From an optimization exercise on the open Yosys and OpenROAD flow, aimed at small area, a short achievable clock period and few clock cycles per item; shortcuts taken in it are not production practice. In this exercise RTL edits were held to simulation tests only and were not proved equivalent to the original.

==> flow/standard.sh <==
#!/bin/bash
# synth_recipe.tcl (not shown) runs the flow's synth.tcl, then flattens the netlist and writes it again
# the make line also repeats each setting of config.mk as NAME=value (left out here)
make -C /OpenROAD-flow-scripts/flow DESIGN_CONFIG=/design/flow/config.mk WORK_HOME=/design/flow/orfs CLKGATE_MAP_FILE= SYNTH_SCRIPT=/design/flow/synth_recipe.tcl "${@:-finish}"
==> flow/config.mk <==
export PLATFORM = sky130hd
export DESIGN_NAME = line_factor
export DESIGN_NICKNAME = line_factor
export VERILOG_FILES = /design/flow/design.v
export SDC_FILE = /design/flow/constraint.sdc
export NUM_CORES = 4
export LEC_CHECK = 0
export CAP_MARGIN = 20
export CORE_MARGIN = 2
export CORE_UTILIZATION = 50
export CTS_CLUSTER_DIAMETER = 100
export CTS_CLUSTER_SIZE = 24
export SLEW_MARGIN = 20
==> flow/constraint.sdc <==
create_clock -name core_clock -period 10.0 [get_ports {clk}]
set_input_delay 2.0000 -clock core_clock [delete_from_list [all_inputs] [get_ports {clk}]]
set_output_delay 2.0000 -clock core_clock [all_outputs]
set_load 0.01 [all_outputs]
==> flow/design.v <==
`timescale 1ns/1ps
module line_factor (
    input  wire        clk,
    input  wire        rst,
    input  wire        req_valid,
    output wire        req_ready,
    input  wire [3:0]  req_phase,
    input  wire        req_norm_en,
    input  wire [31:0] req_exp_ref,
    input  wire [31:0] req_exp_meas,
    input  wire [17:0] req_norm_min,
    input  wire [17:0] req_norm_max,
    input  wire        req_drift_upd,
    input  wire        req_drift_first,
    input  wire [17:0] req_drift_mean,
    input  wire [3:0]  req_drift_shift,
    input  wire [17:0] req_drift_ref,
    input  wire [5:0]  req_drift_range,
    output wire        rsp_valid,
    input  wire        rsp_ready,
    output wire [17:0] rsp_ratio,
    output wire        rsp_norm_clamp,
    output wire [17:0] rsp_drift,
    output wire        rsp_drift_clamp
);
    localparam integer S    = 17;                  
    localparam integer D    = S + 3;               
    localparam integer L    = D + 2;               
    reg           rdy_r;
    wire          acc  = req_valid & rdy_r;
    wire          rdy_nx;
    always @(posedge clk) begin
        if (rst) rdy_r <= 1'b1;
        else     rdy_r <= rdy_nx;
    end
    assign req_ready = rdy_r;
    reg [25:0] m_st [0:15];
    reg [16:0] q_st [0:15];
    reg [15:0] m_ok, q_ok;
    reg        a_v;
    reg [3:0]  a_phase;
    reg        a_norm_en;
    reg [31:0] a_ref, a_meas;
    reg [17:0] a_min, a_max;
    reg        a_upd, a_first;
    reg [17:0] a_mean;
    reg [15:0] a_soh;      
    reg [25:0] a_xs;       
    reg [14:0] a_lmask;    
    reg [17:0] a_dref;
    reg [5:0]  a_range;
    reg [25:0] a_ma, a_mb;  
    reg        p_v     [0:S];
    reg [3:0]  p_phase [0:S];
    reg        p_upd   [0:S];
    reg [25:0] p_qd    [0:S];    
    reg        b_v;
    reg [3:0]  b_phase;
    reg        b_upd;
    reg [25:0] b_ma, b_mb;
    wire [25:0] m_rd  = m_st[req_phase] & {26{m_ok[req_phase]}};
    wire        fwd_a = a_v & a_upd & (a_phase == req_phase);
    wire        fwd_b = b_v & b_upd & (b_phase == req_phase);
    wire        fwd_0 = p_v[0] & p_upd[0] & (p_phase[0] == req_phase);
    wire [25:0] n_ma, n_mb;      
    always @(posedge clk) begin
        if (rst) a_v <= 1'b0;
        else     a_v <= acc;
        a_phase   <= req_phase;
        a_norm_en <= req_norm_en;
        a_ref     <= req_exp_ref;
        a_meas    <= req_exp_meas;
        a_min     <= req_norm_min;
        a_max     <= req_norm_max;
        a_upd     <= req_drift_upd;
        a_first   <= req_drift_first;
        a_mean    <= req_drift_mean;
        a_soh     <= 16'd1 << req_drift_shift;
        a_xs      <= {req_drift_mean, 8'd0} >> req_drift_shift;
        a_lmask   <= ~(15'h7fff << req_drift_shift);
        a_dref    <= req_drift_ref;
        a_range   <= req_drift_range;
        if (fwd_a) begin
            a_ma <= n_ma;
            a_mb <= n_mb;
        end else if (fwd_b) begin
            a_ma <= b_ma;
            a_mb <= b_mb;
        end else begin
            a_ma <= fwd_0 ? p_qd[0] : m_rd;
            a_mb <= 26'd0;
        end
    end
    wire [25:0] x_in = {a_mean, 8'd0};
    reg  [25:0] a_sh, b_sh;    
    reg  [25:0] k_pos;         
    reg         c_s;
    integer     j;
    wire [14:0] f_am  = a_ma[14:0] & a_lmask;
    wire [14:0] f_bm  = a_mb[14:0] & a_lmask;
    wire [14:0] f_xm  = x_in[14:0] & a_lmask;
    wire [15:0] f_low = {1'b0, f_am} + {1'b0, f_bm};
    wire [15:0] f_cin = {f_low[15:1], 1'b0};                      
    reg  [15:0] f_2s;                                             
    wire [16:0] f_w0  = {2'b00, f_xm} - {2'b00, f_am} - {2'b00, f_bm};
    wire [16:0] f_w1  = {2'b00, f_xm} + {1'b0, f_2s} - {2'b00, f_am} - {2'b00, f_bm};
    wire [26:0] f_all = {1'b0, a_ma} + {1'b0, a_mb};
    wire        f_k   = f_all[26];
    wire        f_brw = c_s ? f_w1[16] : f_w0[16];
    always @(*) begin
        a_sh  = 26'd0;
        b_sh  = 26'd0;
        k_pos = 26'd0;
        c_s   = 1'b0;
        for (j = 0; j < 16; j = j + 1) begin
            a_sh = a_sh | ((a_ma >> j) & {26{a_soh[j]}});
            b_sh = b_sh | ((a_mb >> j) & {26{a_soh[j]}});
            c_s  = c_s | (f_cin[j] & a_soh[j]);
        end
        for (j = 1; j < 16; j = j + 1)
            k_pos[26 - j] = a_soh[j];
        f_2s = a_soh;
    end
    wire [25:0] l1_s = a_ma ^ a_mb ^ a_xs;
    wire [25:0] l1_c = (a_ma & a_mb) | (a_ma & a_xs) | (a_mb & a_xs);
    wire [25:0] l1_d = {l1_c[24:0], 1'b0};
    wire [25:0] l2_o = ~a_sh;
    wire [25:0] l2_s = l1_s ^ l1_d ^ l2_o;
    wire [25:0] l2_c = (l1_s & l1_d) | (l1_s & l2_o) | (l1_d & l2_o);
    wire [25:0] l2_d = {l2_c[24:0], 1'b0};
    wire [25:0] l3_o = ~b_sh;
    wire [25:0] l3_s = l2_s ^ l2_d ^ l3_o;
    wire [25:0] l3_c = (l2_s & l2_d) | (l2_s & l3_o) | (l2_d & l3_o);
    wire [25:0] l3_d = {l3_c[24:0], ~c_s};
    wire [25:0] l4_o = k_pos & {26{f_k}};
    wire [25:0] l4_s = l3_s ^ l3_d ^ l4_o;
    wire [25:0] l4_c = (l3_s & l3_d) | (l3_s & l4_o) | (l3_d & l4_o);
    assign n_ma = a_first ? x_in : l4_s;
    assign n_mb = a_first ? 26'd0 : {l4_c[24:0], ~f_brw};
    wire [32:0] a_sx = {1'b0, a_ref} + {18'd0, a_meas[31:17]};    
    reg        b_norm_en;
    reg [32:0] b_sx;
    reg [31:0] b_meas;
    reg [17:0] b_min, b_max;
    reg [17:0] b_dref;
    reg [5:0]  b_range;
    always @(posedge clk) begin
        if (rst) b_v <= 1'b0;
        else     b_v <= a_v;
        b_phase   <= a_phase;
        b_upd     <= a_upd;
        b_ma      <= n_ma;
        b_mb      <= n_mb;
        b_norm_en <= a_norm_en;
        b_sx      <= a_sx;
        b_meas    <= a_meas;
        b_min     <= a_min;
        b_max     <= a_max;
        b_dref    <= a_dref;
        b_range   <= a_range;
    end
    wire [25:0] m_new = b_ma + b_mb;
    wire        r_big  = ({1'b0, b_sx[32:2]} >= b_meas) | (b_meas == 32'd0);
    wire [33:0] r_u17  = {2'b00, b_sx[32:1]} - {2'b00, b_meas};
    wire        r_q17  = ~r_u17[33];
    wire [17:0] r_min0 = b_norm_en ? b_min : 18'd65536;
    wire        c_ltmn = ~b_norm_en;
    wire        c_gtmn = b_norm_en & r_big;
    wire        c_gtmx = b_norm_en & r_big;
    wire        c_eqmn = ~c_ltmn & ~c_gtmn;
    wire        c_eqmx = ~c_gtmx;
    wire        n_ltmn = c_ltmn | (c_eqmn & ~r_q17 & r_min0[17]);
    wire        n_gtmn = c_gtmn | (c_eqmn & r_q17 & ~r_min0[17]);
    wire        n_ltmx = c_eqmx & ~r_q17 & b_max[17];
    wire        n_gtmx = c_gtmx | (c_eqmx & r_q17 & ~b_max[17]);
    wire        r_ob17 = n_ltmn ? r_min0[17] : n_gtmx ? b_max[17] : r_q17;
    reg [33:0] p_rw    [0:S];    
    reg        p_rq    [0:S];    
    reg [31:0] p_rd    [0:S];    
    reg [17:0] p_rnq   [0:S];    
    reg [17:0] p_rmin  [0:S];    
    reg [17:0] p_rmax  [0:S];
    reg        p_ltmin [0:S];    
    reg        p_gtmin [0:S];    
    reg        p_ltmax [0:S];
    reg        p_gtmax [0:S];
    reg        p_nc    [0:S];    
    reg [26:0] p_qw    [0:S];    
    reg        p_qq    [0:S];    
    reg [16:0] p_qnq   [0:S];    
    reg        p_qovf  [0:S];
    reg        p_qzero [0:S];
    reg [5:0]  p_range [0:S];
    reg [17:0] s0_dref;
    always @(posedge clk) begin
        if (rst) p_v[0] <= 1'b0;
        else     p_v[0] <= b_v;
        p_phase[0] <= b_phase;
        p_upd[0]   <= b_upd;
        p_rw[0]    <= {r_u17[32:0], b_sx[0]};
        p_rq[0]    <= r_q17;
        p_rd[0]    <= b_meas;
        p_rnq[0]   <= {b_meas[16:0], r_ob17};
        p_rmin[0]  <= {r_min0[16:0], 1'b0};
        p_rmax[0]  <= {b_max[16:0], 1'b0};
        p_ltmin[0] <= n_ltmn;
        p_gtmin[0] <= n_gtmn;
        p_ltmax[0] <= n_ltmx;
        p_gtmax[0] <= n_gtmx;
        p_nc[0]    <= ~b_norm_en;
        p_qd[0]    <= m_new;
        p_qnq[0]   <= m_new[17:1];
        p_range[0] <= b_range;
        s0_dref    <= b_dref;
    end
    genvar gs;
    generate
        for (gs = 0; gs < S; gs = gs + 1) begin : g_st
            wire [33:0] rw    = p_rw[gs];
            wire        rq    = p_rq[gs];
            wire [33:0] radd  = rq ? ~{2'b00, p_rd[gs]} : {2'b00, p_rd[gs]};
            wire [34:0] rsum  = {rw, 1'b1} + {radd, rq};
            wire        rge   = ~rsum[34];
            wire        mnb   = p_rmin[gs][17];
            wire        mxb   = p_rmax[gs][17];
            wire        eqmn  = ~p_ltmin[gs] & ~p_gtmin[gs];
            wire        eqmx  = ~p_ltmax[gs] & ~p_gtmax[gs];
            wire        ltmin = p_ltmin[gs] | (eqmn & ~rge & mnb);
            wire        gtmin = p_gtmin[gs] | (eqmn & rge & ~mnb);
            wire        ltmax = p_ltmax[gs] | (eqmx & ~rge & mxb);
            wire        gtmax = p_gtmax[gs] | (eqmx & rge & ~mxb);
            wire        obit  = ltmin ? mnb : gtmax ? mxb : rge;
            wire [26:0] qw_n;
            wire        qge;
            wire        qovf;
            wire        qzero;
            if (gs == 0) begin : g_q0
                wire [25:0] md  = p_qd[0];
                wire [27:0] ox  = {3'b000, s0_dref, 7'd0};
                wire [27:0] oy  = {20'd0, md[25:18]};
                wire [27:0] oz  = ~{2'b00, md};
                wire [27:0] os  = ox ^ oy ^ oz;
                wire [27:0] oc  = (ox & oy) | (ox & oz) | (oy & oz);
                wire [27:0] osm = os + {oc[26:0], 1'b1};
                wire [27:0] fx  = {2'b00, s0_dref, 7'd0, md[17]};
                wire [27:0] fy  = {19'd0, md[25:18], 1'b0};
                wire [27:0] fs  = fx ^ fy ^ oz;
                wire [27:0] fc  = (fx & fy) | (fx & oz) | (fy & oz);
                wire [27:0] fsm = fs + {fc[26:0], 1'b1};
                assign qovf  = ~osm[27];
                assign qge   = ~fsm[27];
                assign qw_n  = fsm[26:0];
                assign qzero = (md == 26'd0);
            end else begin : g_qn
                wire [27:0] qt   = {p_qw[gs], p_qnq[gs][16]};
                wire [27:0] qadd = p_qq[gs] ? ~{2'b00, p_qd[gs]} : {2'b00, p_qd[gs]};
                wire [28:0] qsum = {qt, 1'b1} + {qadd, p_qq[gs]};
                assign qge   = ~qsum[28];
                assign qw_n  = qsum[27:1];
                assign qovf  = p_qovf[gs];
                assign qzero = p_qzero[gs];
            end
            always @(posedge clk) begin
                if (rst) p_v[gs+1] <= 1'b0;
                else     p_v[gs+1] <= p_v[gs];
                p_phase[gs+1] <= p_phase[gs];
                p_upd[gs+1]   <= p_upd[gs];
                p_rw[gs+1]    <= {rsum[33:1], p_rnq[gs][17]};
                p_rq[gs+1]    <= rge;
                p_rd[gs+1]    <= p_rd[gs];
                p_rnq[gs+1]   <= {p_rnq[gs][16:0], obit};
                p_rmin[gs+1]  <= {p_rmin[gs][16:0], 1'b0};
                p_rmax[gs+1]  <= {p_rmax[gs][16:0], 1'b0};
                p_ltmin[gs+1] <= ltmin;
                p_gtmin[gs+1] <= gtmin;
                p_ltmax[gs+1] <= ltmax;
                p_gtmax[gs+1] <= gtmax;
                p_nc[gs+1]    <= p_nc[gs];
                p_qw[gs+1]    <= qw_n;
                p_qq[gs+1]    <= qge;
                p_qd[gs+1]    <= p_qd[gs];
                p_qnq[gs+1]   <= {p_qnq[gs][15:0], qge};
                p_qovf[gs+1]  <= qovf;
                p_qzero[gs+1] <= qzero;
                if (gs + 1 < S) p_range[gs+1] <= p_range[gs];
            end
        end
    endgenerate
    wire [16:0] qf = p_qnq[S];
    reg [16:0] lo_tab;
    reg [16:0] lim_lo;
    reg [17:0] lim_hi;
    always @(posedge clk) begin
        lim_lo <= lo_tab;
        lim_hi <= 18'd131072 - {1'b0, lo_tab};
    end
    always @(*) begin
        case (p_range[S-1])
            6'd0: lo_tab = 17'd65536;
            6'd1: lo_tab = 17'd64881;
            6'd2: lo_tab = 17'd64225;
            6'd3: lo_tab = 17'd63570;
            6'd4: lo_tab = 17'd62915;
            6'd5: lo_tab = 17'd62259;
            6'd6: lo_tab = 17'd61604;
            6'd7: lo_tab = 17'd60948;
            6'd8: lo_tab = 17'd60293;
            6'd9: lo_tab = 17'd59638;
            6'd10: lo_tab = 17'd58982;
            6'd11: lo_tab = 17'd58327;
            6'd12: lo_tab = 17'd57672;
            6'd13: lo_tab = 17'd57016;
            6'd14: lo_tab = 17'd56361;
            6'd15: lo_tab = 17'd55706;
            6'd16: lo_tab = 17'd55050;
            6'd17: lo_tab = 17'd54395;
            6'd18: lo_tab = 17'd53740;
            6'd19: lo_tab = 17'd53084;
            6'd20: lo_tab = 17'd52429;
            6'd21: lo_tab = 17'd51773;
            6'd22: lo_tab = 17'd51118;
            6'd23: lo_tab = 17'd50463;
            6'd24: lo_tab = 17'd49807;
            6'd25: lo_tab = 17'd49152;
            6'd26: lo_tab = 17'd48497;
            6'd27: lo_tab = 17'd47841;
            6'd28: lo_tab = 17'd47186;
            6'd29: lo_tab = 17'd46531;
            6'd30: lo_tab = 17'd45875;
            6'd31: lo_tab = 17'd45220;
            6'd32: lo_tab = 17'd44564;
            6'd33: lo_tab = 17'd43909;
            6'd34: lo_tab = 17'd43254;
            6'd35: lo_tab = 17'd42598;
            6'd36: lo_tab = 17'd41943;
            6'd37: lo_tab = 17'd41288;
            6'd38: lo_tab = 17'd40632;
            6'd39: lo_tab = 17'd39977;
            6'd40: lo_tab = 17'd39322;
            6'd41: lo_tab = 17'd38666;
            6'd42: lo_tab = 17'd38011;
            6'd43: lo_tab = 17'd37356;
            6'd44: lo_tab = 17'd36700;
            6'd45: lo_tab = 17'd36045;
            6'd46: lo_tab = 17'd35389;
            6'd47: lo_tab = 17'd34734;
            6'd48: lo_tab = 17'd34079;
            6'd49: lo_tab = 17'd33423;
            6'd50: lo_tab = 17'd32768;
            6'd51: lo_tab = 17'd32113;
            6'd52: lo_tab = 17'd31457;
            6'd53: lo_tab = 17'd30802;
            6'd54: lo_tab = 17'd30147;
            6'd55: lo_tab = 17'd29491;
            6'd56: lo_tab = 17'd28836;
            6'd57: lo_tab = 17'd28180;
            6'd58: lo_tab = 17'd27525;
            6'd59: lo_tab = 17'd26870;
            6'd60: lo_tab = 17'd26214;
            6'd61: lo_tab = 17'd25559;
            6'd62: lo_tab = 17'd24904;
            6'd63: lo_tab = 17'd24248;
            default: lo_tab = 17'd65536;
        endcase
    end
    reg [16:0] q_sel;
    reg        q_sel_c;
    always @(*) begin
        q_sel   = qf;
        q_sel_c = 1'b0;
        if (p_qzero[S] || p_qovf[S]) begin
            q_sel   = lim_hi[16:0];
            q_sel_c = 1'b1;
        end else if (qf < lim_lo) begin
            q_sel   = lim_lo;
            q_sel_c = 1'b1;
        end else if ({1'b0, qf} > lim_hi) begin
            q_sel   = lim_hi[16:0];
            q_sel_c = 1'b1;
        end
    end
    reg        e_v, e_upd, e_qc, e_rc;
    reg [3:0]  e_phase;
    reg [16:0] e_q;
    reg [17:0] e_r;
    always @(posedge clk) begin
        if (rst) e_v <= 1'b0;
        else     e_v <= p_v[S];
        e_phase <= p_phase[S];
        e_upd   <= p_upd[S];
        e_q     <= q_sel;
        e_qc    <= q_sel_c;
        e_r     <= p_rnq[S];
        e_rc    <= (p_ltmin[S] | p_gtmax[S]) & ~p_nc[S];
    end
    wire        f_v     = e_v;
    wire [16:0] q_rd    = q_ok[e_phase] ? q_st[e_phase] : 17'd65536;
    wire [16:0] q_out   = e_upd ? e_q : q_rd;
    wire        q_out_c = e_upd & e_qc;
    wire [36:0] f_data  = {q_out_c, q_out, e_rc, e_r};
    always @(posedge clk) begin
        if (p_v[0] && p_upd[0])
            m_st[p_phase[0]] <= p_qd[0];
        if (e_v && e_upd)
            q_st[e_phase] <= e_q;
    end
    always @(posedge clk) begin
        if (rst) begin
            m_ok <= 16'd0;
            q_ok <= 16'd0;
        end else begin
            if (p_v[0] && p_upd[0])
                m_ok[p_phase[0]] <= 1'b1;
            if (e_v && e_upd)
                q_ok[e_phase] <= 1'b1;
        end
    end
    reg          o_v;
    reg [36:0]   o_data;
    reg [36:0]   rg_d [0:L-1];
    reg [4:0]    rg_s [0:L-1];
    reg [L-1:0]  rg_v;
    reg [4:0]    hd_seq, tl_seq;
    wire   rg_empty = ~|rg_v;
    wire   o_free   = ~o_v | rsp_ready;
    wire   hd_here  = rg_v[L-1] & (rg_s[L-1] == hd_seq);
    wire   pop      = o_free & hd_here;
    wire   direct   = o_free & rg_empty & f_v;
    wire   push     = f_v & ~direct;
    assign take   = o_v & rsp_ready;
    assign rdy_nx = ~(push | (rg_v[L-1] & ~pop));
    integer k;
    always @(posedge clk) begin
        for (k = 1; k < L; k = k + 1) begin
            rg_d[k] <= rg_d[k-1];
            rg_s[k] <= rg_s[k-1];
        end
        rg_d[0] <= f_v ? f_data : rg_d[L-1];
        rg_s[0] <= f_v ? tl_seq : rg_s[L-1];
        if (o_free) o_data <= hd_here ? rg_d[L-1] : f_data;
    end
    always @(posedge clk) begin
        if (rst) begin
            o_v    <= 1'b0;
            rg_v   <= {L{1'b0}};
            hd_seq <= 5'd0;
            tl_seq <= 5'd0;
        end else begin
            if (o_free) o_v <= pop | direct;
            rg_v   <= {rg_v[L-2:0], push | (rg_v[L-1] & ~pop)};
            if (pop)  hd_seq <= hd_seq + 5'd1;
            if (push) tl_seq <= tl_seq + 5'd1;
        end
    end
    assign rsp_valid       = o_v;
    assign rsp_ratio       = o_data[17:0];
    assign rsp_norm_clamp  = o_data[18];
    assign rsp_drift       = {1'b0, o_data[35:19]};
    assign rsp_drift_clamp = o_data[36];
endmodule
==> flow/flow/run.sh <==
#!/bin/bash
set -euo pipefail
bash standard.sh SETUP_SLACK_MARGIN=6.4 finish > flow_make.log 2>&1
==> results.json, run 1 <==
{
  "yosysSeqAreaShare_pct": 57.1,
  "syn2layout_area_growth_pct": 12.1,
  "io_buffers": 195,
  "dp_hpwl_mm": 259,
  "grt_pass1_wl_mm": 606,
  "drt-total-wl_mm": 389,
  "max_freq_mhz": 260,
  "routedWlPerCell_um": 17.5,
  "synthAdderAreaFrac_pct": 9.88,
  "cts.clk_slew.worst_paths_ns": 0.09,
  "cp_max_fo": 18,
  "cp_slowest_cell": "dfxtp_1",
  "crit_path_end_kind": "flip-flop",
  "clock_latency_ns": 1.00,
  "required_ns": 10.86,
  "worstSetupPathType": "reg2reg",
  "finalSetupTns_ns": 0,
  "drt_iter0_drc": 6667,
  "yosys_warnings": 25,
  "drt_drc_violations_left": 0,
  "placed_cell_area_um2": 204000,
  "start_util_pct": 50.3,
  "dr.pass1.iters": 7,
  "synth_xor_area_share_pct": 9.19,
  "ys_ff_latch": 5223,
  "die_area_um2": 396000,
  "die_width_um": 630,
  "cts_buffers": 244,
  "synth-simple-area-share_pct": 6.84,
  "synthTopCellsByCount": "dfxtp_1 (4498), ha_1 (1362), xor2_1 (1303), a21oi_1 (1036), nor2_1 (800)",
  "async_reset_ff_share_pct": 0,
  "vias_per_cell": 5.20,
  "routabilityCongestion": 0.863,
  "worstSetupStartpointType": "flip-flop",
  "worst_pin_slew_ns": 1.06,
  "rrSetupSlack_ns": 6.16,
  "synth.mux.area_fraction_pct": 3.39,
  "antenna_found_initial": 12,
  "relSlewSlack_pct": 29.4,
  "coreArea_um2": 389000,
  "finalCriticalPeriod_ns": 3.84,
  "pin_count": 197,
  "synth-edff-count": 725,
  "dp_cells": 21500,
  "status": "complete, no violations",
  "synth_area_per_cell_um2": 12.0,
  "cts_root_buf": "clkbuf_16",
  "layout.cells.non_filler": 22200,
  "path_common_cell": "a221o_1",
  "path_cells": "buf_8 > nand2_2 > ha_4 > a21o_1 > a221o_1 > a221oi_2 > o311ai_1 > a221o_1 > a2111oi_4 > nand4_1 > a211oi_4 > ha_1 > nor2b_4 > mux2_2",
  "htreeDepth": 4,
  "synth-main-ff-cell": "dfxtp_1",
  "fin_crit_sh_pct": 38.4,
  "yosysTopAreaCell": "dfxtp_1",
  "grt_max_degree": 87,
  "drtAntennaViolNets": 0,
  "synth_area_um2": 196000,
  "final_area_um2": 219000,
  "cts_buffer_depth": 4,
  "finalSetupViolations": 0,
  "final_max_slew_viol_count": 0,
  "nNetsFinal": 18600,
  "finClkSkew_ns": 0.0587,
  "synth_compound_area_share_pct": 11.5,
  "hp-class": "reg2reg",
  "hold_viol": 0,
  "worstPathArrival_ns": 4.70,
  "synth_most_common_cell": "dfxtp_1",
  "die_height_um": 630,
  "grt_use_total_pct": 18.8,
  "vias": 116000,
  "max_stage_delay_ns": 0.37,
  "synthesis.nets": 17900,
  "grt-ovfl-total": 0,
  "min_path_cells": 0,
  "cts_tree": "done",
  "yosysUniqueCellTypes": 108,
  "grt_pass1_vias": 113000,
  "r2r_cells": 14,
  "rows": 229,
  "cts.sinks": 5223,
  "synth.area.top_cells": "dfxtp_1 (46%), edfxtp_1 (11%), ha_1 (8.7%)",
  "maxCapViolations": 0,
  "layout-drive-gt1-share_pct": 12.0,
  "synth_top_family_by_area": "compound AO/OA/AOI/OAI gates",
  "synth_top_area_share_pct": 46.0,
  "cts_hold_buf": 0,
  "rsz0062_at_grt": "true",
  "syn_inst": 16300
}
cells in the final DEF, fill, tap and decap left out, drive strengths merged, types with 548 or more instances in the layout:
cell type,Yosys,routed
xnor2,748,748
nor2,800,800
buf,140,588
xor2,1303,1303
a21o,548,548
ha,1362,1362
inv,623,635
dfxtp,4498,4498
nand2,622,623
edfxtp,725,725
a21oi,1042,1042
routing by layer:
layer | GRT usage, % | wire length, µm | vias up
met3 | 2.37 | 17500 | 643
li1 | - | - | 58400
met1 | 25.3 | 179000 | 54300
met2 | 31.5 | 180000 | 2234
met5 | 0.0242 | 13 | -
met4 | 5.58 | 12100 | 2
critical path: cells and delay by family (launching register included):
family          cells  cell delay [ns]
compound gates      7             1.75
mux                 1             0.28
flops               1             0.37
fa+ha+maj           2             0.59
simple gates        3             0.48
buf+inv             1             0.23
logic make-up (layout without fill, tap and decap cells):
group | count (synthesis) | after routing
flip-flops | 5223 | 5223
buffers and inverters | 1045 | 1743
adder cells (fa/ha/maj) | 1477 | 1477
multiplexers | 370 | 370
AO/OA/AOI/OAI | 3390 | 3391
XOR/XNOR | 2051 | 2051
other | 1 | 3
AND/OR/NAND/NOR | 2758 | 2759
flip-flops by register name, summed over array words and instances, names as in the netlist, 33 cells and up:
register / count
m_st: 416
p_rmin: 153
p_rnq: 307
q_st: 272
rg_s: 110
p_rmax: 153
o_data: 37
p_qd: 307
p_rw: 562
p_range: 96
p_rd: 408
p_phase: 72
p_qw: 432
p_qnq: 288
b_sx: 33
rg_d: 814
metrics by stage:
step                hold slack (ns)  util [%]  setup slack, ns
floorplan                     0.310         -             5.99
global placement              0.309      52.4             4.18
detailed placement            0.312      52.4             4.14
CTS                           0.278      55.4             6.17
global route                  0.268      56.3             6.06
finish                        0.293      56.3             6.16
path summary, 6_finish.rpt:
check,startpoint,endpoint
min reg2reg,rg_d[12][35],rg_d[13][35]
max reg2reg,a_ma[14],a_ma[0]
min,rg_d[12][35],rg_d[13][35]
max,a_ma[14],a_ma[0]
area by class of cell:
type	count	area (µm²)
Sequential cell	5223	112000
Clock buffer	315	6400
Timing Repair inverter	1	5.00
Antenna cell	2	5.00
Clock inverter	27	443
Multi-Input combinational cell	10000	83700
Fill cell	32800	170000
Timing Repair Buffer	777	7840
Inverter	623	2350
Tap cell	5197	6500
what timing repair did:
action	CTS	global route
resized for setup	783	456
pin swaps	250	324
hold endpoints to repair	0	0
setup endpoints to repair	530	334
cloned	22	20
buffers inserted	232	143
Testbench counts, summed over its fixed seeds: cycles 2,576, items 2,400.
==> run 2: changes to the inputs <==
--- a/flow/design.v
+++ b/flow/design.v
@@ -49,7 +49,9 @@
     reg [14:0] a_lmask;    
     reg [17:0] a_dref;
     reg [5:0]  a_range;
-    reg [25:0] a_ma, a_mb;  
+    reg [25:0] a_mrd;       
+    reg        a_mok;       
+    reg        a_f1, a_f2, a_f3;    
     reg        p_v     [0:S];
     reg [3:0]  p_phase [0:S];
     reg        p_upd   [0:S];
@@ -58,10 +60,6 @@
     reg [3:0]  b_phase;
     reg        b_upd;
     reg [25:0] b_ma, b_mb;
-    wire [25:0] m_rd  = m_st[req_phase] & {26{m_ok[req_phase]}};
-    wire        fwd_a = a_v & a_upd & (a_phase == req_phase);
-    wire        fwd_b = b_v & b_upd & (b_phase == req_phase);
-    wire        fwd_0 = p_v[0] & p_upd[0] & (p_phase[0] == req_phase);
     wire [25:0] n_ma, n_mb;      
     always @(posedge clk) begin
         if (rst) a_v <= 1'b0;
@@ -80,17 +78,15 @@
         a_lmask   <= ~(15'h7fff << req_drift_shift);
         a_dref    <= req_drift_ref;
         a_range   <= req_drift_range;
-        if (fwd_a) begin
-            a_ma <= n_ma;
-            a_mb <= n_mb;
-        end else if (fwd_b) begin
-            a_ma <= b_ma;
-            a_mb <= b_mb;
-        end else begin
-            a_ma <= fwd_0 ? p_qd[0] : m_rd;
-            a_mb <= 26'd0;
-        end
+        a_mrd     <= m_st[req_phase];
+        a_mok     <= m_ok[req_phase];
+        a_f1      <= a_v & a_upd & (a_phase == req_phase);
+        a_f2      <= b_v & b_upd & (b_phase == req_phase);
+        a_f3      <= p_v[0] & p_upd[0] & (p_phase[0] == req_phase);
     end
+    wire [25:0] a_ma = a_f1 ? b_ma : a_f2 ? p_qd[0] : a_f3 ? p_qd[1] :
+                       (a_mrd & {26{a_mok}});
+    wire [25:0] a_mb = a_f1 ? b_mb : 26'd0;
     wire [25:0] x_in = {a_mean, 8'd0};
     reg  [25:0] a_sh, b_sh;    
     reg  [25:0] k_pos;         
@@ -225,11 +221,15 @@
             wire        mxb   = p_rmax[gs][17];
             wire        eqmn  = ~p_ltmin[gs] & ~p_gtmin[gs];
             wire        eqmx  = ~p_ltmax[gs] & ~p_gtmax[gs];
-            wire        ltmin = p_ltmin[gs] | (eqmn & ~rge & mnb);
-            wire        gtmin = p_gtmin[gs] | (eqmn & rge & ~mnb);
-            wire        ltmax = p_ltmax[gs] | (eqmx & ~rge & mxb);
-            wire        gtmax = p_gtmax[gs] | (eqmx & rge & ~mxb);
-            wire        obit  = ltmin ? mnb : gtmax ? mxb : rge;
+            wire        ltmin0 = p_ltmin[gs] | (eqmn & mnb);
+            wire        gtmax1 = p_gtmax[gs] | (eqmx & ~mxb);
+            wire        ob0    = ltmin0 ? mnb : p_gtmax[gs] ? mxb : 1'b0;
+            wire        ob1    = p_ltmin[gs] ? mnb : gtmax1 ? mxb : 1'b1;
+            wire        ltmin = rge ? p_ltmin[gs] : ltmin0;
+            wire        gtmin = rge ? (p_gtmin[gs] | (eqmn & ~mnb)) : p_gtmin[gs];
+            wire        ltmax = rge ? p_ltmax[gs] : (p_ltmax[gs] | (eqmx & mxb));
+            wire        gtmax = rge ? gtmax1 : p_gtmax[gs];
+            wire        obit  = rge ? ob1 : ob0;
             wire [26:0] qw_n;
             wire        qge;
             wire        qovf;
==> results.json, run 2 <==
{
  "crit_path_end_kind": "flip-flop",
  "reg2reg_from": "a_f3",
  "synth_area_um2": 195000,
  "synth_area_per_cell_um2": 12.0,
  "largest_register": "rg_d",
  "final_area_um2": 217000,
  "mostFrequentLayoutCell": "dfxtp_1",
  "antenna_found_initial": 12,
  "rsz0062_at_grt": "true",
  "cts_tree": "done",
  "yosysUniqueCellTypes": 104,
  "drtAntennaViolNets": 0,
  "grt_pass1_wl_mm": 611,
  "hold_viol": 0,
  "worst_pin_slew_ns": 1.01,
  "ys_ff_latch": 5201,
  "rows": 229,
  "synthTopCellsByCount": "dfxtp_1 (4476), ha_1 (1362), xor2_1 (1258), a21oi_1 (1009), xnor2_1 (786)",
  "status": "complete, no violations",
  "cpLargestDelayFamily": "compound AO/OA/AOI/OAI gates",
  "start_util_pct": 50.1,
  "vias": 114000,
  "die_area_um2": 395000,
  "cts_buffers": 262,
  "final_cell_mix": "dfxtp_1 (4422), ha_1 (1334), xor2_1 (1249)",
  "pin_count": 197,
  "cts.clk_slew.worst_paths_ns": 0.10,
  "grt_use_total_pct": 19.0,
  "synth_most_common_cell": "dfxtp_1",
  "path_common_cell": "a21o_1",
  "finish.utilization_pct": 55.9,
  "hp-class": "reg2reg",
  "drt_iter0_drc": 6901,
  "synth-main-ff-cell": "dfxtp_1",
  "cts_hold_buf": 0,
  "layout-drive-gt1-share_pct": 10.5,
  "syn2layout_area_growth_pct": 11.4,
  "die_width_um": 628,
  "async_reset_ff_share_pct": 0,
  "cp_slowest_cell": "fa_2",
  "synth.area.top_cells": "dfxtp_1 (46%), edfxtp_1 (11%), ha_1 (8.7%)",
  "finalCriticalPeriod_ns": 4.13,
  "finalSetupViolations": 0,
  "max_stage_delay_ns": 0.42,
  "routabilityCongestion": 0.855,
  "routedWlPerCell_um": 17.8,
  "dp_hpwl_mm": 266,
  "vias_per_cell": 5.19,
  "die_height_um": 628,
  "setup.worst_path.start": "a_f3",
  "worstSetupStartpointType": "flip-flop",
  "reg.largest.list": "rg_d: 814 flops, p_rw: 562 flops, p_qw: 432 flops",
  "maxCapViolations": 0,
  "finalSetupTns_ns": 0,
  "cp_max_fo": 7,
  "coreArea_um2": 389000,
  "cts.sinks": 5201,
  "cts_buffer_depth": 4,
  "grt_max_degree": 87,
  "rrSetupSlack_ns": 5.87,
  "worstPathArrival_ns": 4.95,
  "drt_drc_violations_left": 0,
  "io_buffers": 195,
  "max_freq_mhz": 242,
  "grt-ovfl-total": 0,
  "largest_reg_flops": 814,
  "grt_pass1_vias": 112000,
  "drt-total-wl_mm": 391,
  "synthesis.nets": 17800,
  "worstSetupPathType": "reg2reg",
  "nNetsFinal": 18300,
  "critPathBufInv": 1,
  "fin_crit_sh_pct": 41.3,
  "relSlewSlack_pct": 31.9,
  "yosysSeqAreaShare_pct": 57.2,
  "cts_root_buf": "clkbuf_16",
  "synth-edff-count": 725,
  "yosys_warnings": 25,
  "yosysTopAreaCell": "dfxtp_1",
  "dr.pass1.iters": 7,
  "path_cells": "nor2b_4 > a221oi_4 > o31ai_4 > buf_4 > ha_4 > a21o_1 > a21o_1 > a21o_1 > a21o_1 > a21o_1 > a21o_1 > a21o_1 > a211oi_2 > nor3b_4 > or2_4 > and2_4 > fa_2 > mux2_4",
  "final_max_slew_viol_count": 0,
  "synth_top_area_share_pct": 46.0,
  "worstHoldStart": "p_rmin[6][14]",
  "htreeDepth": 5,
  "syn_inst": 16200,
  "clock_latency_ns": 0.94,
  "required_ns": 10.82,
  "placed_cell_area_um2": 203000,
  "finClkSkew_ns": 0.0443
}
## run 2: per-stage QoR
| stage | cells | hold slack, ns | setup WS (ns) |
|---|---|---|---|
| after floorplan | 16200 | 0.310 | 6.14 |
| after global routing | 22000 | 0.306 | 5.75 |
| after CTS | 21800 | 0.291 | 5.87 |
| final | 22000 | 0.301 | 5.87 |
| after detailed placement | 21300 | 0.312 | 4.97 |
| after global placement | 21300 | 0.310 | 4.96 |
## run 2: routing by layer
| metal | wire length [µm] | vias up | GRT usage [%] |
|---|---|---|---|
| met2 | 182000 | 2350 | 31.8 |
| met4 | 13900 | 4 | 6.18 |
| met5 | 26 | - | 0 |
| li1 | - | 57900 | - |
| met3 | 18200 | 748 | 2.74 |
| met1 | 178000 | 53100 | 25.4 |
## run 2: cells by family after synthesis
family	synth area share [%]
flip-flops	57.2
AO/OA/AOI/OAI	11.9
AND/OR/NAND/NOR	6.45
XOR/XNOR	9.19
adder cells (fa/ha/maj)	9.93
buffers and inverters	1.97
multiplexers	3.35
other	0.00193
## run 2: repair_timing
item                                    4_1_cts  5_1_grt
buffers inserted                            103      200
pin swaps                                   131      247
gates resized for setup                     570      364
gates cloned                                 13       13
endpoints found under the setup margin      377      313
## run 2: area by class of cell
cell class                 count  area (µm²)
antenna                        7        17.5
clock buffer                 331        7010
clock inverter                41         536
fill                       33100      172000
inverter                     591        2230
multi-input combinational   9967       82800
sequential                  5201      112000
tap                         5197        6500
timing repair buffer         665        6440
## run 2: path summary, 6_finish.rpt
| kind | end | cells after the start |
|---|---|---|
| worst max-delay path | b_ma[22] | 18 |
| worst max register to register | b_ma[22] | 18 |
| worst min register to register | p_rmin[7][15] | 0 |
| worst min-delay path | p_rmin[7][15] | 0 |
## run 2: worst reg2reg max path, stage by stage (launching register included)
cell      delay (ns)
dfxtp_4         0.40
nor2b_4         0.26
a221oi_4        0.10
o31ai_4         0.26
buf_4           0.18
ha_4            0.19
a21o_1          0.14
a21o_1          0.15
a21o_1          0.14
a21o_1          0.15
a21o_1          0.15
a21o_1          0.15
a21o_1          0.17
a211oi_2        0.29
nor3b_4         0.11
or2_4           0.30
and2_4          0.18
fa_2            0.43
mux2_4          0.27
Testbench counts of run 2, summed over its fixed seeds: cycles 2,576, items 2,400.
==> run 3: changes to the inputs <==
--- a/flow/config.mk
+++ b/flow/config.mk
@@ -7,7 +7,7 @@
 export LEC_CHECK = 0
 export CAP_MARGIN = 20
 export CORE_MARGIN = 2
-export CORE_UTILIZATION = 50
+export CORE_UTILIZATION = 60
 export CTS_CLUSTER_DIAMETER = 100
 export CTS_CLUSTER_SIZE = 24
 export SLEW_MARGIN = 20
==> results.json, run 3 <==
{
  "status": "complete, no violations",
  "synth_most_common_cell": "dfxtp_1",
  "vias": 118000,
  "final_cell_mix": "dfxtp_1 (4418), ha_1 (1325), xor2_1 (1246)",
  "maxCapViolations": 0,
  "worstPathArrival_ns": 4.94,
  "path_common_cell": "buf_6",
  "nNetsFinal": 18300,
  "worstSetupPathType": "reg2reg",
  "synth.area.top_cells": "dfxtp_1 (46%), edfxtp_1 (11%), ha_1 (8.7%)",
  "io_buffers": 195,
  "yosys_warnings": 25,
  "mostFrequentLayoutCell": "dfxtp_1",
  "cts.sinks": 5201,
  "cts.clk_slew.worst_paths_ns": 0.10,
  "layout.cells.non_filler": 21100,
  "async_reset_ff_share_pct": 0,
  "die_height_um": 574,
  "worstSetupStartpointType": "flip-flop",
  "hold_slack_ns": 0.243,
  "syn2layout_area_growth_pct": 10.8,
  "hold_viol": 0,
  "grt_max_degree": 87,
  "layout-drive-gt1-share_pct": 10.6,
  "grt_use_total_pct": 23.7,
  "drtAntennaViolNets": 0,
  "largest_reg_flops": 814,
  "routedWlPerCell_um": 19.3,
  "synthTopCellsByCount": "dfxtp_1 (4476), ha_1 (1362), xor2_1 (1258), a21oi_1 (1009), xnor2_1 (786)",
  "yosysTopAreaCell": "dfxtp_1",
  "critPathCapture": "b_ma[12]",
  "finClkSkew_ns": 0.0935,
  "synthesis.nets": 17800,
  "grt_pass1_wl_mm": 637,
  "synth_top_area_share_pct": 46.0,
  "crit_path_end_kind": "flip-flop",
  "rr_endpoint": "b_ma[12]",
  "dp_hpwl_mm": 278,
  "syn_inst": 16200,
  "max_stage_delay_ns": 0.59,
  "antenna_found_initial": 7,
  "drt-total-wl_mm": 408,
  "htreeDepth": 4,
  "fill_cells": 23800,
  "cts_root_buf": "clkbuf_16",
  "clock_latency_ns": 1.00,
  "synth_area_per_cell_um2": 12.0,
  "max_freq_mhz": 240,
  "grt-ovfl-total": 0,
  "path_cells": "nor2b_4 > buf_6 > buf_6 > buf_6 > buf_16 > a221o_1 > o21ai_2 > o21ai_4 > buf_12 > a22o_1 > a221oi_2 > nand4_1 > fa_1 > fa_2 > fa_2 > o21ai_1",
  "cp_slowest_cell": "fa_1",
  "cp_max_fo": 5,
  "relSlewSlack_pct": 29.6,
  "vias_per_cell": 5.60,
  "finalSetupTns_ns": 0,
  "synth-edff-count": 725,
  "setup.worst_path.start": "a_mok",
  "grt_pass1_vias": 117000,
  "cts_tree": "done",
  "start_util_pct": 60.2,
  "cts_buffer_depth": 4,
  "required_ns": 10.77,
  "finalSetupViolations": 0,
  "fin_crit_sh_pct": 41.6,
  "synth-main-ff-cell": "dfxtp_1",
  "rrSetupSlack_ns": 5.84,
  "drt_drc_violations_left": 0,
  "worst_pin_slew_ns": 1.06,
  "cts_buffers": 240,
  "die_width_um": 574,
  "r2r_cells": 16,
  "rows": 209,
  "drt_iter0_drc": 8570,
  "die_area_um2": 329000,
  "final_max_slew_viol_count": 0,
  "pin_count": 197,
  "reg.largest.list": "rg_d: 814 flops, p_rw: 562 flops, p_qw: 432 flops",
  "finalCriticalPeriod_ns": 4.16,
  "yosysUniqueCellTypes": 104,
  "cts_hold_buf": 0,
  "rsz0062_at_grt": "true",
  "yosysSeqAreaShare_pct": 57.2,
  "dp_cells": 20400,
  "largest_register": "rg_d",
  "ys_ff_latch": 5201,
  "routabilityCongestion": 0.898,
  "hp-class": "reg2reg",
  "synth_area_um2": 195000,
  "coreArea_um2": 323000,
  "dr.pass1.iters": 8,
  "reg2reg_from": "a_mok"
}
==> run 3: cell counts after synthesis <==
Identical to the previous run, type by type.
==> run 3: worst max-delay path, delay by kind of cell (launching register included) <==
family / cells / cell delay, ns
AO/OA/AOI/OAI: 6 / 1.06
AND/OR/NAND/NOR: 2 / 0.33
adder cells (fa/ha/maj): 3 / 1.62
flip-flops: 1 / 0.37
buffers and inverters: 5 / 0.62
==> run 3: layout make-up <==
cell class | count | area [µm²] | area share, %
multi-input combinational | 9968 | 83200 | 38.5
antenna | 7 | 17.5 | 0.00811
tap | 4325 | 5410 | 2.51
timing repair buffer | 682 | 6920 | 3.21
clock inverter | 18 | 299 | 0.139
inverter | 591 | 2240 | 1.04
clock buffer | 304 | 6290 | 2.91
sequential | 5201 | 112000 | 51.7
==> run 3: logic make-up (layout without fill, tap and decap cells) <==
| kind of cell | Yosys count | after routing | synth area share (%) |
|---|---|---|---|
| flops | 5201 | 5201 | 57.2 |
| compound gates | 3481 | 3483 | 11.9 |
| simple gates | 2607 | 2608 | 6.45 |
| xor+xnor | 2044 | 2044 | 9.19 |
| fa+ha+maj | 1477 | 1477 | 9.93 |
| buf+inv | 1013 | 1595 | 1.97 |
| mux | 355 | 355 | 3.35 |
| other cells | 1 | 8 | 0.00193 |
==> run 3: metal layers <==
metal	vias to the layer above	GRT usage [%]	routed length, µm
li1	57800	-	-
met1	56300	32.5	184000
met2	3228	39.1	188000
met3	854	2.71	20300
met4	0	8.33	15400
met5	-	0	0
==> run 3: worst min path at each step <==
stage	from	slack [ns]	to	cells past startpoint
2_1_floorplan	a_dref[0]	0.31	b_dref[0]	0
3_3_place_gp	rg_d[14][25]	0.31	rg_d[15][25]	0
3_5_place_dp	p_phase[17][3]	0.31	e_phase[3]	0
4_1_cts	p_rnq[9][9]	0.25	p_rnq[10][10]	0
5_1_grt	p_rnq[9][9]	0.27	p_rnq[10][10]	0
6_report	p_nc[7]	0.24	p_nc[8]	0
==> run 3: repair_timing <==
item | 4_1_cts | 5_1_grt
cloned | 16 | 17
resized for setup | 641 | 406
pin swaps | 143 | 285
setup buffers | 125 | 204
endpoints found under the setup margin | 406 | 318
==> run 3: through the flow <==
stage	setup WS (ns)	util [%]	area, µm²
global route	5.78	66.7	216000
floorplan	6.14	-	195000
finish	5.84	66.7	216000
global placement	4.93	62.4	202000
CTS	5.89	65.5	212000
detailed placement	4.80	62.4	202000
==> run 4: changes to the inputs <==
--- a/flow/design.v
+++ b/flow/design.v
@@ -51,7 +51,10 @@
     reg [5:0]  a_range;
     reg [25:0] a_mrd;       
     reg        a_mok;       
-    reg        a_f1, a_f2, a_f3;    
+    reg        a_f1;        
+    reg        a_fpre;      
+    reg [25:0] a_pre;
+    wire [25:0] m_new;           
     reg        p_v     [0:S];
     reg [3:0]  p_phase [0:S];
     reg        p_upd   [0:S];
@@ -81,13 +84,15 @@
         a_mrd     <= m_st[req_phase];
         a_mok     <= m_ok[req_phase];
         a_f1      <= a_v & a_upd & (a_phase == req_phase);
-        a_f2      <= b_v & b_upd & (b_phase == req_phase);
-        a_f3      <= p_v[0] & p_upd[0] & (p_phase[0] == req_phase);
+        a_fpre    <= (b_v & b_upd & (b_phase == req_phase)) |
+                     (p_v[0] & p_upd[0] & (p_phase[0] == req_phase));
+        a_pre     <= (b_v & b_upd & (b_phase == req_phase)) ? m_new : p_qd[0];
     end
-    wire [25:0] a_ma = a_f1 ? b_ma : a_f2 ? p_qd[0] : a_f3 ? p_qd[1] :
-                       (a_mrd & {26{a_mok}});
-    wire [25:0] a_mb = a_f1 ? b_mb : 26'd0;
     wire [25:0] x_in = {a_mean, 8'd0};
+    wire        a_lp = a_f1 & ~a_first;
+    wire [25:0] a_ma = a_first ? x_in : a_f1 ? b_ma : a_fpre ? a_pre :
+                       (a_mrd & {26{a_mok}});
+    wire [25:0] a_mb = b_mb & {26{a_lp}};
     reg  [25:0] a_sh, b_sh;    
     reg  [25:0] k_pos;         
     reg         c_s;
@@ -100,8 +105,23 @@
     reg  [15:0] f_2s;                                             
     wire [16:0] f_w0  = {2'b00, f_xm} - {2'b00, f_am} - {2'b00, f_bm};
     wire [16:0] f_w1  = {2'b00, f_xm} + {1'b0, f_2s} - {2'b00, f_am} - {2'b00, f_bm};
-    wire [26:0] f_all = {1'b0, a_ma} + {1'b0, a_mb};
-    wire        f_k   = f_all[26];
+    reg  [25:0] k_g [0:5];
+    reg  [25:0] k_p [0:5];
+    integer     kl, ki;
+    always @(*) begin
+        k_g[0] = b_ma & b_mb;
+        k_p[0] = b_ma ^ b_mb;
+        for (kl = 0; kl < 5; kl = kl + 1)
+            for (ki = 0; ki < 26; ki = ki + 1)
+                if (ki >= (1 << kl)) begin
+                    k_g[kl+1][ki] = k_g[kl][ki] | (k_p[kl][ki] & k_g[kl][ki - (1 << kl)]);
+                    k_p[kl+1][ki] = k_p[kl][ki] & k_p[kl][ki - (1 << kl)];
+                end else begin
+                    k_g[kl+1][ki] = k_g[kl][ki];
+                    k_p[kl+1][ki] = k_p[kl][ki];
+                end
+    end
+    wire        f_k   = a_lp & k_g[5][25];
     wire        f_brw = c_s ? f_w1[16] : f_w0[16];
     always @(*) begin
         a_sh  = 26'd0;
@@ -131,8 +151,8 @@
     wire [25:0] l4_o = k_pos & {26{f_k}};
     wire [25:0] l4_s = l3_s ^ l3_d ^ l4_o;
     wire [25:0] l4_c = (l3_s & l3_d) | (l3_s & l4_o) | (l3_d & l4_o);
-    assign n_ma = a_first ? x_in : l4_s;
-    assign n_mb = a_first ? 26'd0 : {l4_c[24:0], ~f_brw};
+    assign n_ma = l4_s;
+    assign n_mb = {l4_c[24:0], ~f_brw};
     wire [32:0] a_sx = {1'b0, a_ref} + {18'd0, a_meas[31:17]};    
     reg        b_norm_en;
     reg [32:0] b_sx;
@@ -155,10 +175,10 @@
         b_dref    <= a_dref;
         b_range   <= a_range;
     end
-    wire [25:0] m_new = b_ma + b_mb;
+    assign m_new = b_ma + b_mb;
     wire        r_big  = ({1'b0, b_sx[32:2]} >= b_meas) | (b_meas == 32'd0);
-    wire [33:0] r_u17  = {2'b00, b_sx[32:1]} - {2'b00, b_meas};
-    wire        r_q17  = ~r_u17[33];
+    wire [32:0] r_u17  = {1'b0, b_sx[32:1]} - {1'b0, b_meas};    
+    wire        r_q17  = ~r_u17[32];
     wire [17:0] r_min0 = b_norm_en ? b_min : 18'd65536;
     wire        c_ltmn = ~b_norm_en;
     wire        c_gtmn = b_norm_en & r_big;
@@ -170,7 +190,7 @@
     wire        n_ltmx = c_eqmx & ~r_q17 & b_max[17];
     wire        n_gtmx = c_gtmx | (c_eqmx & r_q17 & ~b_max[17]);
     wire        r_ob17 = n_ltmn ? r_min0[17] : n_gtmx ? b_max[17] : r_q17;
-    reg [33:0] p_rw    [0:S];    
+    reg [32:0] p_rw    [0:S];    
     reg        p_rq    [0:S];    
     reg [31:0] p_rd    [0:S];    
     reg [17:0] p_rnq   [0:S];    
@@ -181,7 +201,7 @@
     reg        p_ltmax [0:S];
     reg        p_gtmax [0:S];
     reg        p_nc    [0:S];    
-    reg [26:0] p_qw    [0:S];    
+    reg [25:0] p_qw    [0:S];    
     reg        p_qq    [0:S];    
     reg [16:0] p_qnq   [0:S];    
     reg        p_qovf  [0:S];
@@ -193,7 +213,7 @@
         else     p_v[0] <= b_v;
         p_phase[0] <= b_phase;
         p_upd[0]   <= b_upd;
-        p_rw[0]    <= {r_u17[32:0], b_sx[0]};
+        p_rw[0]    <= {r_u17[31:0], b_sx[0]};
         p_rq[0]    <= r_q17;
         p_rd[0]    <= b_meas;
         p_rnq[0]   <= {b_meas[16:0], r_ob17};
@@ -212,11 +232,11 @@
     genvar gs;
     generate
         for (gs = 0; gs < S; gs = gs + 1) begin : g_st
-            wire [33:0] rw    = p_rw[gs];
+            wire [32:0] rw    = p_rw[gs];
             wire        rq    = p_rq[gs];
-            wire [33:0] radd  = rq ? ~{2'b00, p_rd[gs]} : {2'b00, p_rd[gs]};
-            wire [34:0] rsum  = {rw, 1'b1} + {radd, rq};
-            wire        rge   = ~rsum[34];
+            wire [32:0] radd  = rq ? ~{1'b0, p_rd[gs]} : {1'b0, p_rd[gs]};
+            wire [33:0] rsum  = {rw, 1'b1} + {radd, rq};
+            wire        rge   = ~rsum[33];
             wire        mnb   = p_rmin[gs][17];
             wire        mxb   = p_rmax[gs][17];
             wire        eqmn  = ~p_ltmin[gs] & ~p_gtmin[gs];
@@ -230,7 +250,7 @@
             wire        ltmax = rge ? p_ltmax[gs] : (p_ltmax[gs] | (eqmx & mxb));
             wire        gtmax = rge ? gtmax1 : p_gtmax[gs];
             wire        obit  = rge ? ob1 : ob0;
-            wire [26:0] qw_n;
+            wire [25:0] qw_n;
             wire        qge;
             wire        qovf;
             wire        qzero;
@@ -248,15 +268,15 @@
                 wire [27:0] fc  = (fx & fy) | (fx & oz) | (fy & oz);
                 wire [27:0] fsm = fs + {fc[26:0], 1'b1};
                 assign qovf  = ~osm[27];
-                assign qge   = ~fsm[27];
-                assign qw_n  = fsm[26:0];
+                assign qge   = ~fsm[26];
+                assign qw_n  = fsm[25:0];
                 assign qzero = (md == 26'd0);
             end else begin : g_qn
-                wire [27:0] qt   = {p_qw[gs], p_qnq[gs][16]};
-                wire [27:0] qadd = p_qq[gs] ? ~{2'b00, p_qd[gs]} : {2'b00, p_qd[gs]};
-                wire [28:0] qsum = {qt, 1'b1} + {qadd, p_qq[gs]};
-                assign qge   = ~qsum[28];
-                assign qw_n  = qsum[27:1];
+                wire [26:0] qt   = {p_qw[gs], p_qnq[gs][16]};
+                wire [26:0] qadd = p_qq[gs] ? ~{1'b0, p_qd[gs]} : {1'b0, p_qd[gs]};
+                wire [27:0] qsum = {qt, 1'b1} + {qadd, p_qq[gs]};
+                assign qge   = ~qsum[27];
+                assign qw_n  = qsum[26:1];
                 assign qovf  = p_qovf[gs];
                 assign qzero = p_qzero[gs];
             end
@@ -265,7 +285,7 @@
                 else     p_v[gs+1] <= p_v[gs];
                 p_phase[gs+1] <= p_phase[gs];
                 p_upd[gs+1]   <= p_upd[gs];
-                p_rw[gs+1]    <= {rsum[33:1], p_rnq[gs][17]};
+                p_rw[gs+1]    <= {rsum[32:1], p_rnq[gs][17]};
                 p_rq[gs+1]    <= rge;
                 p_rd[gs+1]    <= p_rd[gs];
                 p_rnq[gs+1]   <= {p_rnq[gs][16:0], obit};
--- a/flow/config.mk
+++ b/flow/config.mk
@@ -7,7 +7,7 @@
 export LEC_CHECK = 0
 export CAP_MARGIN = 20
 export CORE_MARGIN = 2
-export CORE_UTILIZATION = 60
+export CORE_UTILIZATION = 50
 export CTS_CLUSTER_DIAMETER = 100
 export CTS_CLUSTER_SIZE = 24
 export SLEW_MARGIN = 20
==> results.json, run 4 <==
{
  "coreArea_um2": 385000,
  "synth_area_per_cell_um2": 12.1,
  "syn2layout_area_growth_pct": 11.2,
  "grt_use_total_pct": 18.7,
  "drt-total-wl_mm": 380,
  "ys_ff_latch": 5193,
  "status": "complete, no violations",
  "die_height_um": 625,
  "rows": 228,
  "worstHoldStart": "p_qnq[12][7]",
  "synth_area_um2": 193000,
  "rrSetupSlack_ns": 6.07,
  "cts.clk_slew.worst_paths_ns": 0.10,
  "finalSetupTns_ns": 0,
  "largest_reg_flops": 814,
  "worstPathArrival_ns": 4.77,
  "yosysSeqAreaShare_pct": 57.7,
  "routabilityCongestion": 0.875,
  "rr_endpoint": "b_mb[0]",
  "syn_inst": 16000,
  "worst_pin_slew_ns": 1.10,
  "grt_max_degree": 87,
  "mostFrequentLayoutCell": "dfxtp_1",
  "finalCriticalPeriod_ns": 3.93,
  "synth_most_common_cell": "dfxtp_1",
  "grt_pass1_wl_mm": 593,
  "worstSetupStartpointType": "flip-flop",
  "drtAntennaViolNets": 0,
  "cts.sinks": 5193,
  "dp_hpwl_mm": 257,
  "fill_cells": 32500,
  "cts_hold_buf": 0,
  "yosys_warnings": 27,
  "register_area_um2": 111000,
  "reg.largest.list": "rg_d: 814 flops, p_rw: 545 flops",
  "crit_path_end_kind": "flip-flop",
  "drt_iter0_drc": 6841,
  "fin_crit_sh_pct": 39.3,
  "yosysTopAreaCell": "dfxtp_1",
  "start_util_pct": 50.1,
  "async_reset_ff_share_pct": 0,
  "grt_use_met3_pct": 2.27,
  "pin_count": 197,
  "cts_buffer_depth": 4,
  "setup.worst_path.start": "a_fpre",
  "vias": 113000,
  "synth-main-ff-cell": "dfxtp_1",
  "critPathCapture": "b_mb[0]",
  "maxCapViolations": 0,
  "cts_root_buf": "clkbuf_16",
  "grt_pass1_vias": 110000,
  "worstSetupPathType": "reg2reg",
  "grt_busiest_layer": "met2",
  "required_ns": 10.84,
  "hold_slack_ns": 0.302,
  "htreeDepth": 4,
  "largest_register": "rg_d",
  "final_max_slew_viol_count": 0,
  "grt_util_met1_pct": 25.5,
  "cts_buffers": 244,
  "multiInputGateArea_um2": 80400,
  "layout-drive-gt1-share_pct": 10.8,
  "synthTopCellsByCount": "dfxtp_1 (4468), ha_1 (1306), xor2_1 (1235), a21oi_1 (1070), xnor2_1 (783)",
  "drt_drc_violations_left": 0,
  "reg2reg_from": "a_fpre",
  "max_freq_mhz": 254,
  "rsz0062_at_grt": "true",
  "gr-usage-met2_pct": 30.9,
  "antenna_found_initial": 11,
  "relSlewSlack_pct": 26.3,
  "die_width_um": 625,
  "finalSetupViolations": 0,
  "synthesis.nets": 17600,
  "cp_max_fo": 9,
  "dr.pass1.iters": 7,
  "synth_top_area_share_pct": 46.4,
  "hold_viol": 0,
  "io_buffers": 195,
  "finClkSkew_ns": 0.0517,
  "clock_latency_ns": 0.98,
  "routedWlPerCell_um": 17.5,
  "cts_tree": "done",
  "synth-edff-count": 725,
  "yosysUniqueCellTypes": 96,
  "nNetsFinal": 18100,
  "r2r_cells": 18,
  "vias_per_cell": 5.20,
  "synth.area.top_cells": "dfxtp_1 (46%), edfxtp_1 (11%), ha_1 (8.5%)",
  "hp-class": "reg2reg",
  "grt-ovfl-total": 0,
  "die_area_um2": 391000,
  "final_cell_mix": "dfxtp_1 (4410), ha_1 (1285), xor2_1 (1232)"
}
[run 4: cell types whose count changed after synthesis, sizes merged, moves of 34 or more]
cell / before / now
o21ai: 534 / 473
a21oi: 1011 / 1071
ha: 1362 / 1306
o21bai: 227 / 177
a221o: 48 / 11
and2: 101 / 66
nand3: 221 / 256
nor2b: 204 / 170
[run 4: metal layers]
| layer | vias to the layer above | share of wire (%) |
|---|---|---|
| met1 | 52700 | 46 |
| met4 | 2 | 3.3 |
| met5 | - | 0.0032 |
| met2 | 2182 | 46 |
| met3 | 709 | 4.3 |
| li1 | 57200 | - |
[run 4: logic make-up after synthesis]
kind of cell | synth area share (%)
multiplexers | 3.39
AO/OA/AOI/OAI | 11.6
flip-flops | 57.7
adder cells (fa/ha/maj) | 9.66
other | 0.00195
XOR/XNOR | 9.20
AND/OR/NAND/NOR | 6.49
buffers and inverters | 1.99
[run 4: what timing repair did]
item | CTS | global route
endpoints found under the setup margin | 338 | 260
pin swaps | 124 | 307
setup buffers | 137 | 206
cloned | 12 | 20
gates resized for setup | 521 | 402
[run 4: how the worst min path moves through the flow]
stage                          to  slack (ns)  cells past startpoint
floorplan               b_dref[0]        0.31                      0
global placement     rg_d[12][17]        0.31                      0
global route        p_qnq[16][15]        0.30                      0
CTS                  p_qnq[13][8]        0.30                      0
detailed placement   p_rmax[5][9]        0.31                      0
finish               p_qnq[13][8]        0.30                      0
[run 4: layout make-up]
class	instances	area share (%)
sequential	5193	51.9
multi-input combinational	9770	37.5
timing repair buffer	731	3.32
clock buffer	314	3.01
tap	5060	2.95
inverter	600	1.06
clock inverter	27	0.202
antenna	3	0.00350
[run 4: stage by stage]
stage / std cells / setup WS (ns) / utilization, % / area [µm²]
after CTS: 21500 / 6.06 / 54.8 / 211000
after detailed placement: 21000 / 5.00 / 52.2 / 201000
after global routing: 21700 / 5.92 / 55.7 / 214000
after floorplan: 16000 / 6.00 / - / 193000
after global placement: 21000 / 5.05 / 52.2 / 201000
final: 21700 / 6.07 / 55.7 / 214000
[run 4: critical path: stages, from the launching register on]
cell and delay, ns:
dfxtp_4 0.37, buf_12 0.14, nand3b_1 0.20, a311oi_4 0.41, nand2_2 0.16, fa_2 0.56, ha_2 0.17, ha_1 0.22
nand2_1 0.06, o21bai_1 0.07, a21o_1 0.17, a21o_1 0.17, a21o_1 0.16, a21oi_2 0.18, o21ai_1 0.09, a31o_2 0.22
a21oi_2 0.14, xnor2_1 0.07, mux2_4 0.26
Testbench counts of run 4, summed over its fixed seeds: cycles 2,576, items 2,400.
==> run 5: changes to the inputs <==
==> flow/flow/run.sh (replaced) <==
#!/bin/bash
set -euo pipefail
bash standard.sh SETUP_SLACK_MARGIN=6.2 finish > flow_make.log 2>&1
==> results.json, run 5 <==
{
  "dp_cells": 21000,
  "die_width_um": 625,
  "drt_drc_violations_left": 0,
  "hold_viol": 0,
  "nNetsFinal": 18000,
  "hp-class": "reg2reg",
  "yosysTopAreaCell": "dfxtp_1",
  "antenna_found_initial": 5,
  "crit_path_end_kind": "flip-flop",
  "worstSetupStartpointType": "flip-flop",
  "setup.worst_path.start": "a_fpre",
  "reg2reg_from": "a_fpre",
  "grt_pass1_wl_mm": 588,
  "dp_hpwl_mm": 255,
  "cts_buffer_depth": 4,
  "dr.pass1.iters": 9,
  "r2r_cells": 17,
  "syn_inst": 16000,
  "layout-drive-gt1-share_pct": 8.74,
  "synth_area_um2": 193000,
  "fin_crit_sh_pct": 40.8,
  "yosys_warnings": 27,
  "rrSetupSlack_ns": 5.92,
  "rsz0062_at_grt": "true",
  "io_buffers": 195,
  "coreArea_um2": 385000,
  "drt_iter0_drc": 6273,
  "ys_ff_latch": 5193,
  "rows": 228,
  "status": "complete, no violations",
  "drtAntennaViolNets": 0,
  "rr_endpoint": "b_mb[0]",
  "layout.cells.non_filler": 21500,
  "synthesis.nets": 17600,
  "maxCapViolations": 0,
  "mostFrequentLayoutCell": "dfxtp_1",
  "clock_latency_ns": 0.99,
  "drt-total-wl_mm": 372,
  "yosysSeqAreaShare_pct": 57.7,
  "finalSetupViolations": 0,
  "grt_use_total_pct": 18.5,
  "finalCriticalPeriod_ns": 4.08,
  "synth.area.top_cells": "dfxtp_1 (46%), edfxtp_1 (11%), ha_1 (8.5%)",
  "vias": 112000,
  "synth_area_per_cell_um2": 12.1,
  "routedWlPerCell_um": 17.3,
  "worst_pin_slew_ns": 1.01,
  "synth-main-ff-cell": "dfxtp_1",
  "largest_register": "rg_d",
  "cts_hold_buf": 0,
  "yosysUniqueCellTypes": 96,
  "worstSetupPathType": "reg2reg",
  "required_ns": 10.85,
  "cp_max_fo": 7,
  "finalSetupTns_ns": 0,
  "grt-ovfl-total": 0,
  "synth-edff-count": 725,
  "synth_most_common_cell": "dfxtp_1",
  "reg.largest.list": "rg_d: 814 flops, p_rw: 545 flops",
  "die_area_um2": 391000,
  "cts.clk_slew.worst_paths_ns": 0.11,
  "finClkSkew_ns": 0.0700,
  "vias_per_cell": 5.18,
  "async_reset_ff_share_pct": 0,
  "grt_max_degree": 67,
  "die_height_um": 625,
  "cts_buffers": 243,
  "start_util_pct": 50.1
}
[run 5: how the worst min path moves through the flow]
stage              startpoint             end  cells after the start
6_report       p_phase[14][3]  p_phase[15][3]                      0
3_5_place_dp   p_rmax[11][13]  p_rmax[12][14]                      0
4_1_cts         p_qnq[16][15]   p_qnq[17][16]                      0
2_1_floorplan       a_dref[0]       b_dref[0]                      0
3_3_place_gp      p_qnq[6][4]     p_qnq[7][5]                      0
5_1_grt        p_phase[14][3]  p_phase[15][3]                      0
[run 5: layout make-up]
type,instances,area (µm²)
Multi-Input combinational cell,9773,79600
Timing Repair Buffer,571,5580
Fill cell,32800,173000
Sequential cell,5193,111000
Tap cell,5060,6330
Clock buffer,312,6350
Clock inverter,25,380
Inverter,600,2260
Antenna cell,6,15.0
[run 5: timing repair]
action | in CTS | in global routing
pin swaps | 79 | 142
setup buffers | 104 | 93
endpoints found under the setup margin | 257 | 203
cloned | 8 | 12
gates resized for setup | 284 | 272
[run 5: metrics by stage]
step | worst slack (ns) | hold slack, ns | util (%) | cell area (µm²)
floorplan | 5.99 | 0.310 | - | 193000
global placement | 4.77 | 0.310 | 52.2 | 201000
detailed placement | 4.77 | 0.312 | 52.2 | 201000
CTS | 5.95 | 0.282 | 54.5 | 210000
global route | 5.77 | 0.297 | 55.1 | 212000
finish | 5.92 | 0.297 | 55.1 | 212000
[run 5: cells by family (layout without fill, tap and decap cells)]
family                   after synthesis  after routing  share of synthesized area (%)
flip-flops                          5193           5193                           57.7
AO/OA/AOI/OAI                       3384           3388                           11.6
AND/OR/NAND/NOR                     2582           2582                           6.49
XOR/XNOR                            2021           2021                           9.20
adder cells (fa/ha/maj)             1420           1420                           9.66
buffers and inverters               1013           1508                           1.99
multiplexers                         361            361                           3.39
other                                  1              7                        0.00195
[run 5: routing by layer]
| metal | part of all wire (%) | vias to the layer above | global-route usage (%) |
|---|---|---|---|
| met2 | 45 | 2150 | 30.0 |
| met4 | 3.0 | 0 | 5.77 |
| li1 | - | 56800 | - |
| met5 | 0 | - | 0 |
| met1 | 48 | 52000 | 25.8 |
| met3 | 4.3 | 628 | 2.15 |
[run 5: worst max-delay path, cell delays in order, from the launching register on]
cell and delay (ns):
dfxtp_4 0.40, buf_16 0.15, nand3b_1 0.19, a311oi_4 0.37, nand2_2 0.11, inv_2 0.07
ha_4 0.13, inv_2 0.04, fa_2 0.40, buf_4 0.15, xnor2_1 0.11, a221o_1 0.29
a31o_2 0.22, a221oi_2 0.21, nand3_2 0.15, a2111oi_4 0.36, and4_4 0.28, mux2_2 0.32

port drivers added, routing unchanged:
Ports are ideal in the flow. The routed layouts listed here were re-timed in OpenROAD.
Step 1 assumes that a clkbuf_16 drives the clock port and a buf_2 every other input.
Step 2 times the ports against the registers' clock, not the clock port: input delays grow and output delays shrink by t, the midpoint of the rising clock arrivals with the driver on.
Slacks: no drivers / after step 1 / after step 2; pairs: no drivers / after step 1.
run	t, ns	setup WS [ns]	worst setup path after step 2	worst data-port slew with drivers (ns)
run 1	1.085	6.156 / 6.156 / 5.343	input to register	0.19
run 2	1.031	5.872 / 5.872 / 5.606	input to register	0.16
run 3	1.054	5.838 / 5.838 / 5.542	input to register	0.11
run 4	1.073	6.069 / 6.069 / 5.526	input to register	0.09
run 5	1.071	5.917 / 5.917 / 5.443	input to register	0.09
After both steps setup and hold are still met in every run listed. For run 1, which loses most, drivers alone change the setup slack by 0.000 ns; drivers and shift together by -0.813 ns.
